This design comes from an exercise in tuning for small area and a short achievable clock period on the open sky130 flow, not from production work.
In this exercise RTL edits were held to simulation tests only and were not proved equivalent to the original.
Power and IR drop assume default switching activity.

Design til_lane_unit, start of the top module:
module til_lane_unit #(
    parameter LANES = 4
) (
    input                    clk,
    input                    rst,
    input                    issue,
    input  [35:0]            instr,
    input  [LANES*18-1:0]    opa,
    input  [LANES*18-1:0]    opb,
    input  [LANES-1:0]       a_end,
    input  [LANES-1:0]       assigned,
    input                    batch_start,
    input                    flag_clr,
    output [LANES-1:0]       wr_en,
    output [LANES*18-1:0]    wr_data,
    output [LANES-1:0]       pred,
    output [LANES*4-1:0]     flags,
    output reg               trap,
    output reg [3:0]         trap_code
);
    wire [5:0] opc  = instr[35:30];
    wire [2:0] v    = instr[29:27];
    wire [8:0] dfld = instr[26:18];
    wire [8:0] afld = instr[17:9];
    wire [8:0] bfld = instr[8:0];
    wire v_zero = (v == 3'd0);
    wire d_zero = (dfld == 9'd0);
    wire a_zero = (afld == 9'd0);
    wire b_zero = (bfld == 9'd0);
    reg lane_op;
    reg undefined;
    reg bad_field;
    always @(*) begin
        lane_op   = 1'b0;
        undefined = 1'b0;
        bad_field = 1'b0;
        case (opc)
            6'h00: begin                                    
                lane_op   = 1'b1;
                bad_field = !(v_zero && d_zero && a_zero && b_zero);
            end
            6'h01, 6'h02, 6'h03, 6'h04, 6'h05, 6'h06, 6'h07,
            6'h08, 6'h09, 6'h0C, 6'h0D,
            6'h29, 6'h2A, 6'h2B, 6'h2C: ;                   
            6'h0A: begin                                    
                lane_op   = 1'b1;
                bad_field = !(v_zero && a_zero && b_zero);
            end
            6'h0B: begin                                    
                lane_op   = 1'b1;
                bad_field = !(v_zero && d_zero && a_zero && bfld[8:4] == 5'd0);
            end
            6'h10, 6'h11, 6'h12: begin                      
                lane_op   = 1'b1;
                bad_field = !d_zero;
            end
            6'h13, 6'h14: begin                             
                lane_op   = 1'b1;
                bad_field = v[0] || !d_zero || bfld[8:6] != 3'd0 || bfld[5:0] > 6'd41;
            end
            6'h15: begin                                    
                lane_op   = 1'b1;
  ...
==> flow/config.mk <==
export PLATFORM = sky130hd
export DESIGN_NAME = til_lane_unit
export DESIGN_NICKNAME = til_lane_unit
export VERILOG_FILES = /design/flow/design.v
export SDC_FILE = /design/flow/constraint.sdc
export NUM_CORES = 8
export LEC_CHECK = 0
export CAP_MARGIN = 20
export CORE_MARGIN = 2
export CORE_UTILIZATION = 35
export PLACE_DENSITY = 0.42
export SLEW_MARGIN = 20
==> flow/constraint.sdc <==
create_clock -name core_clock -period 18.0 [get_ports {clk}]
set_input_delay 3.6000 -clock core_clock [delete_from_list [all_inputs] [get_ports {clk}]]
set_output_delay 3.6000 -clock core_clock [all_outputs]
set_load 0.01 [all_outputs]
standard.sh (not shown) runs the stock make flow with config.mk's settings and CLKGATE_MAP_FILE= SYNTH_SCRIPT=/design/flow/synth_recipe.tcl, a recipe that flattens the netlist after the stock synthesis.
==> flow/flow/run.sh <==
#!/bin/bash
# Layout flow: the standard ORFS flow (standard.sh, standard synthesis
# unchanged), with one difference: repair_timing is asked for more setup
# slack than the 18 ns constraint needs (SETUP_SLACK_MARGIN), so that it keeps
# shortening the worst path, and it works on the worst endpoint only
# (TNS_END_PERCENT=0) rather than on every endpoint below that margin.
# make's output goes to flow.log; each ORFS step writes its own log under
# orfs/logs/.
set -euo pipefail
bash standard.sh SETUP_SLACK_MARGIN=8.5 TNS_END_PERCENT=0 finish > flow.log 2>&1
Change:
--- a/flow/flow/run.sh
+++ b/flow/flow/run.sh
@@ -10 +10 @@
-bash standard.sh SETUP_SLACK_MARGIN=8.5 TNS_END_PERCENT=0 finish > flow.log 2>&1
+bash standard.sh SETUP_SLACK_MARGIN=9 TNS_END_PERCENT=0 finish > flow.log 2>&1
ABC_AREA = 1   (was default)
Result:
- maximum frequency climbs by 5.8%
- hold slack is better by 0.029 ns
- clock-buffer cell count fell by 2
Change:
==> flow/flow/run.sh (replaced) <==
#!/bin/bash
set -euo pipefail
bash standard.sh SYNTH_ARGS=-noabc SETUP_SLACK_MARGIN=9 TNS_END_PERCENT=0 finish > flow.log 2>&1
Register-to-register slack gains 0.10 ns; die area came out lower by 4.5%; final cell count came out lower by 7.7%; clock power came out lower by about 8%; design area came out lower by 4.9%; routed wire length came out lower by 6.1%; count of clock-buffer cells in the layout stays the same; synthesized area came out lower by 4.6%; core utilization came out lower by 0.26 points; power came out lower by 10%.


Another version of the RTL of til_lane_unit (not shown whole).
Size in the first run: about 290 I/O pins, about 92000 µm² of cells after synthesis.
export LEC_CHECK = 0
export ABC_AREA = 1
export CAP_MARGIN = 20
export CORE_MARGIN = 2
export CORE_UTILIZATION = 35
export PLACE_DENSITY = 0.42
export SLEW_MARGIN = 20
export SYNTH_HIERARCHICAL = 1
create_clock -name core_clock -period 18.0 [get_ports {clk}]
==> flow/flow/run.sh <==
#!/bin/bash
# Layout flow: the standard ORFS flow (standard.sh, standard synthesis
# unchanged) with three changes.
#  - SETUP_SLACK_MARGIN=9: repair_timing is asked for more setup slack than
#    the 18 ns constraint needs, so that it keeps shortening the worst path.
#  - TNS_END_PERCENT=10: it works on the worst endpoint only.
#  - BUFFER_PORTS_ARGS: every input and output port still gets its own
#    buffer, but a buf_2 rather than the default clkdlybuf4s50_1 delay cell.
# make's output goes to flow.log; each ORFS step writes its own log under
# orfs/logs/.
set -euo pipefail
bash standard.sh SETUP_SLACK_MARGIN=9 TNS_END_PERCENT=10 \
    'BUFFER_PORTS_ARGS=-buffer_cell sky130_fd_sc_hd__buf_2' finish > flow.log 2>&1
Then changed:
==> flow/flow/run.sh (replaced) <==
#!/bin/bash
# Layout flow: the standard ORFS flow (standard.sh, standard synthesis
# unchanged) with three changes.
#  - SETUP_SLACK_MARGIN=9: repair_timing is asked for more setup slack than
#    the 18 ns constraint needs, so that it keeps shortening the worst path.
#  - TNS_END_PERCENT=0: it works on the worst endpoint only.
#  - BUFFER_PORTS_ARGS: every input and output port still gets its own
#    buffer, but a buf_2 rather than the default clkdlybuf4s50_1 delay cell.
# make's output goes to flow.log; each ORFS step writes its own log under
# orfs/logs/.
set -euo pipefail
bash standard.sh SETUP_SLACK_MARGIN=9 TNS_END_PERCENT=0 \
    'BUFFER_PORTS_ARGS=-buffer_cell sky130_fd_sc_hd__buf_2' finish > flow.log 2>&1
Settings changed: CAP_MARGIN 20 to 10, SLEW_MARGIN 20 to 10.
=> The changed run produced a clean layout. Area after synthesis is unchanged. Final cell count falls by 0.81%. Utilization went down by 0.99 points. Worst hold slack is worse by 0.0047 ns. Wire length shrinks by 2.2%. Clock skew hardly moves. Flip-flop and latch count does not change. Design area went down by 2.4%.
Then changed:
--- a/flow/flow/run.sh
+++ b/flow/flow/run.sh
@@ -2,5 +2,5 @@
 # Layout flow: the standard ORFS flow (standard.sh, standard synthesis
 # unchanged) with three changes.
-#  - SETUP_SLACK_MARGIN=9: repair_timing is asked for more setup slack than
+#  - SETUP_SLACK_MARGIN=9.5: repair_timing is asked for more setup slack than
 #    the 18 ns constraint needs, so that it keeps shortening the worst path.
 #  - TNS_END_PERCENT=0: it works on the worst endpoint only.
@@ -10,4 +10,4 @@
 # orfs/logs/.
 set -euo pipefail
-bash standard.sh SETUP_SLACK_MARGIN=9 TNS_END_PERCENT=0 \
+bash standard.sh SETUP_SLACK_MARGIN=9.5 TNS_END_PERCENT=0 \
     'BUFFER_PORTS_ARGS=-buffer_cell sky130_fd_sc_hd__buf_2' finish > flow.log 2>&1
Settings changed: CAP_MARGIN 10 to 20, SLEW_MARGIN 10 to 20.
Result: Design area went up by 0.76%. First-iteration DRC count went up by 2.6%. Combinational power falls by about 7%. Worst setup slack gains 0.050 ns. Cell count is about the same. Non-clock buffer count came out higher by 15. Routed wire length barely changes. Global-route usage hardly moves. Maximum frequency increases by 0.54%.


## fjord
Another version of the RTL of til_lane_unit (not shown whole).
Size: about 290 I/O pins.
// til_lane_unit
module til_lane_unit #(
    parameter LANES = 4
) (
    input                    clk,
    input                    rst,
    input                    issue,
    input  [35:0]            instr,
    input  [LANES*18-1:0]    opa,
    input  [LANES*18-1:0]    opb,
    input  [LANES-1:0]       a_end,
    input  [LANES-1:0]       assigned,
    input                    batch_start,
    input                    flag_clr,
    output [LANES-1:0]       wr_en,
    output [LANES*18-1:0]    wr_data,
    output [LANES-1:0]       pred,
    output [LANES*4-1:0]     flags,
    output reg               trap,
    output reg [3:0]         trap_code
);
==> flow/config.mk <==
export PLATFORM = sky130hd
export DESIGN_NAME = til_lane_unit
export DESIGN_NICKNAME = til_lane_unit
export VERILOG_FILES = /design/flow/design.v
export SDC_FILE = /design/flow/constraint.sdc
export NUM_CORES = 8
export LEC_CHECK = 0
export ABC_AREA = 1
export CAP_MARGIN = 20
export CORE_MARGIN = 2
export CORE_UTILIZATION = 35
export PLACE_DENSITY = 0.42
export SLEW_MARGIN = 20
export SYNTH_HIERARCHICAL = 1
==> flow/constraint.sdc <==
create_clock -name core_clock -period 18.0 [get_ports {clk}]
set_input_delay 3.6000 -clock core_clock [delete_from_list [all_inputs] [get_ports {clk}]]
set_output_delay 3.6000 -clock core_clock [all_outputs]
set_load 0.01 [all_outputs]
==> flow/flow/run.sh <==
#!/bin/bash
# Layout flow: the standard ORFS flow (standard.sh, standard synthesis
# unchanged) with three changes.
#  - SETUP_SLACK_MARGIN=10: repair_timing is asked for more setup slack than
#    the 18 ns constraint needs, so that it keeps shortening the worst path.
#  - TNS_END_PERCENT=0: it works on the worst endpoint only.
#  - BUFFER_PORTS_ARGS: every input and output port still gets its own
#    buffer, but a buf_2 rather than the default clkdlybuf4s50_1 delay cell.
# make's output goes to flow.log; each ORFS step writes its own log under
# orfs/logs/.
set -euo pipefail
bash standard.sh SETUP_SLACK_MARGIN=10 TNS_END_PERCENT=0 \
    'BUFFER_PORTS_ARGS=-buffer_cell sky130_fd_sc_hd__buf_2' finish > flow.log 2>&1
> inputs changed (fjord -> sierra)
--- a/flow/flow/run.sh
+++ b/flow/flow/run.sh
@@ -4 +4 @@
-#  - SETUP_SLACK_MARGIN=10: repair_timing is asked for more setup slack than
+#  - SETUP_SLACK_MARGIN=9: repair_timing is asked for more setup slack than
@@ -12 +12 @@
-bash standard.sh SETUP_SLACK_MARGIN=10 TNS_END_PERCENT=0 \
+bash standard.sh SETUP_SLACK_MARGIN=9 TNS_END_PERCENT=0 \
==> summary.txt <==
On met2 layer wire length in the routed design, sierra and fjord are neck and neck. The lower final worst-path setup slack came out of fjord. sierra vs. fjord: endpoint arrival time on the critical path moved down; global-route wire length before repair moved down; fmax moved up; final area moved up; worst setup slack after placement moved down. Against fjord, sierra comes in 0.33 points lower on multi-input gate share of the layout cell area. The buffer count excluding the clock tree in the final layout reported for sierra is greater than that of fjord by 122. The count of placed standard cells in the final layout, fillers left out reported for sierra is greater than that of fjord by 0.72%.
> inputs changed (sierra -> maple)
- PLACE_DENSITY: 0.42 -> 0.6
- CORE_UTILIZATION: 35 -> 50
Findings:
Every run in the comparison, maple and sierra, completed the flow with a clean layout.
Going from sierra to maple, hold slack about even, clock buffer count from CTS fell 3, sequential share of layout area about even.
Relative to sierra, global-route wire length before repair has decreased by 9.2% in maple.

-- re-timing with driven ports --
How much do the figures lean on ideal ports? The routed layouts below were timed once more, with nothing changed but the port constraints.
Step 1: set_driving_cell puts a clkbuf_16 on clk and a buf_2 on each other input, an assumption about the parent block.
Step 2 moves the port delays by t, midway between the first and last clock arrival at a register: inputs arrive t later, outputs are due t later. That takes back most of the time a late clock gives input paths.
a / b / c = ideal ports / drivers / drivers and shift; a / b = the first two.
| run | t, ns | slack for setup (ns) | worst setup path at the end | worst register clock-pin slew, ns | pins driven straight from the clock port |
|---|---|---|---|---|---|
| the first run of note 1 | 0.867 | 7.725 / 7.725 / 6.858 | input to register | 0.09 / 0.09 | 1 |
| the second run of note 1 | 0.893 | 8.288 / 8.204 / 7.311 | input to register | 0.09 / 0.09 | 1 |
| the third run of note 1 | 0.870 | 8.608 / 8.585 / 7.715 | input to register | 0.07 / 0.07 | 1 |
| the first run of note 2 | 0.820 | 8.674 / 8.553 / 7.733 | input to register | 0.10 / 0.10 | 1 |
| the second run of note 2 | 0.801 | 8.687 / 8.628 / 7.827 | input to register | 0.10 / 0.10 | 1 |
| the third run of note 2 | 0.796 | 8.737 / 8.600 / 7.803 | input to register | 0.07 / 0.07 | 1 |
| fjord | 0.837 | 8.582 / 8.586 / 7.749 | input to register | 0.08 / 0.08 | 1 |
| sierra | 0.829 | 8.776 / 8.783 / 7.954 | input to register | 0.07 / 0.07 | 1 |
| maple | 0.784 | 8.625 / 8.638 / 7.854 | input to register | 0.07 / 0.07 | 1 |
After both steps every run listed still meets setup and hold. For the second run of note 1, which loses most, drivers alone change the setup slack by -0.084 ns; drivers and shift together by -0.977 ns.
